Context: an optimization exercise on an open-source flow, tuned for small area, a short achievable clock period and few clock cycles per item. The choices shown serve that exercise and are no tape-out recipe.
Function was checked by simulation only, so behaviour that the tests miss may differ from the original.

before:
// recon_chain
module recon_chain (
    input  wire         clk,
    input  wire         rst,           
    input  wire [17:0]  ped_hg,        
    input  wire [17:0]  ped_lg,
    input  wire [11:0]  dped_hg,       
    input  wire [11:0]  dped_lg,
    input  wire [15:0]  gr,            
    input  wire [13:0]  swcode,        
    input  wire [19:0]  tmin,          
    input  wire [143:0] a_taps,        
    input  wire [143:0] b_taps,        
    input  wire         in_valid,
    output wire         in_ready,
    input  wire [13:0]  in_hg,
    input  wire [13:0]  in_lg,
    output wire         out_valid,
    input  wire         out_ready,
    output wire [31:0]  out_record,
    output wire         out_tclip
);
    reg  [17:0] c_pl, c_ph;
    reg  [11:0] c_dpl, c_dph;
    wire [19:0] phg16 = {2'b00, c_ph} + {{8{c_dph[11]}}, c_dph};
    wire [19:0] plg16 = {2'b00, c_pl} + {{8{c_dpl[11]}}, c_dpl};
    reg  [17:0] c_a [0:7];
    reg  [17:0] c_b [0:7];
    reg  [18:0] c_ap [0:3];      
    reg  [18:0] c_bp [0:3];
    reg  [15:0] c_gr;
    reg  [13:0] c_sw;
    reg  [19:0] c_tmin;
    reg  [19:0] c_plg;
    reg  [15:0] c_hh;            
    reg         c_hcin;          
    reg         c_htie;          
    integer ci;
    always @(posedge clk) begin
        for (ci = 0; ci < 8; ci = ci + 1) begin
            c_a[ci] <= a_taps[18*ci +: 18];
            c_b[ci] <= b_taps[18*ci +: 18];
        end
        for (ci = 0; ci < 4; ci = ci + 1) begin
            c_ap[ci] <= {c_a[2*ci][17], c_a[2*ci]} + {c_a[2*ci+1][17], c_a[2*ci+1]};
  ...
clock: 14.0 ns
lec_check: 0
abc_clock_period_in_ps: 4000
cap_margin: 20
core_margin: 2
core_utilization: 40
place_density: 0.6
slew_margin: 20
standard.sh (not shown) runs the stock make flow with config.mk's settings and CLKGATE_MAP_FILE= SYNTH_SCRIPT=/design/flow/synth_recipe.tcl, a recipe that flattens the netlist after the stock synthesis.
==> flow/flow/run.sh <==
#!/bin/bash
# Own flow: the standard layout (standard.sh) with two changes.
# 1. Synthesis skips the generic "abc -fast" pass inside Yosys's
#    "synth -run fine:". That pass re-derives the carry-save trees' gates
#    before extract_fa, which then maps many full adders with inverted
#    inputs or outputs and leaves an inverter between adders. The rest of
#    the synthesis script (its -nofsm -noshare, flatten and rename) is
#    the standard flow's synth_recipe.tcl unchanged, so the registers are the same.
# 2. From clock tree synthesis on, ORFS's repair_timing aims at a setup
#    slack of SETUP_MARGIN (below) instead of 0, so that the layout is sized
#    and buffered for a shorter achieved period. The clock period and the
#    constraints are the standard flow's (constraint.sdc, config.mk) unchanged.
# Each step's full output goes to a log of its own here; ORFS's own logs
# are under orfs/logs.
set -euo pipefail
W=$(pwd)
SETUP_MARGIN=9.2
{
  echo 'proc synth {args} { if {[lsearch -exact $args fine:] >= 0} { yosys synth -nofsm -noshare -noabc {*}$args } else { yosys synth -nofsm -noshare {*}$args } }'
  tail -n +2 "$W/synth_recipe.tcl"
} > "$W/own_synth.tcl"
sed "s#SYNTH_SCRIPT=[^ ]*synth_recipe.tcl#SYNTH_SCRIPT=$W/own_synth.tcl#" "$W/standard.sh" > "$W/own_standard.sh"
grep -q "own_synth.tcl" "$W/own_standard.sh"
bash "$W/own_standard.sh" synth > "$W/log_1_synth.txt" 2>&1
bash "$W/own_standard.sh" place > "$W/log_2_place.txt" 2>&1
SETUP_SLACK_MARGIN=$SETUP_MARGIN bash "$W/own_standard.sh" finish > "$W/log_3_cts_route_finish.txt" 2>&1
Testbench counts of before, summed over its fixed seeds: cycles 1,360, items 1,280.
diff inputs: before => after
# before
export LEC_CHECK = 0
export ABC_CLOCK_PERIOD_IN_PS = 4000
export CAP_MARGIN = 20
export CORE_MARGIN = 2
export CORE_UTILIZATION = 40
export PLACE_DENSITY = 0.6
export SLEW_MARGIN = 20
create_clock -name core_clock -period 14.0 [get_ports {clk}]
# after
export LEC_CHECK = 0
export ABC_AREA = 1
export CAP_MARGIN = 20
export CORE_MARGIN = 2
export CORE_UTILIZATION = 40
export PLACE_DENSITY = 0.6
export SLEW_MARGIN = 20
create_clock -name core_clock -period 14.0 [get_ports {clk}]
Notes after the runs:
Between after and before, the final worst-path setup slack is lower for after. Lower core utilization was reported by before, not after. Between after and before, it is after whose layout clock buffer count is lower, by 21. Starting utilization of the core area: before vs after, no meaningful difference. Higher wire length of the first global-routing pass was reported by after, not before. The final reports for after and before show global-route usage higher in the former.

## what the ideal ports hide
In the flow no input, the clock included, has a driving cell. The finished layouts below were timed again as built, in two steps.
Step 1 assumes that a clkbuf_16 drives the clock port and a buf_2 every other input.
Step 2 moves the port delays by t, midway between the first and last clock arrival at a register: inputs arrive t later, outputs are due t later. That takes back most of the time a late clock gives input paths.
Slacks: ideal ports / drivers / drivers and shift; pairs: ideal ports / drivers.
| run | t, ns | setup WS [ns] | hold slack, ns | worst register clock-pin slew, ns | worst data-port slew with drivers (ns) |
|---|---|---|---|---|---|
| before | 1.134 | 9.066 / 9.066 / 8.231 | 0.318 / 0.318 / 0.318 | 0.08 / 0.08 | 0.20 |
| after | 1.173 | 8.953 / 8.953 / 8.333 | 0.300 / 0.300 / 0.300 | 0.09 / 0.09 | 0.34 |
After both steps setup and hold are still met in every run listed. For before, which loses most, drivers alone change the setup slack by 0.000 ns; drivers and shift together by -0.835 ns.
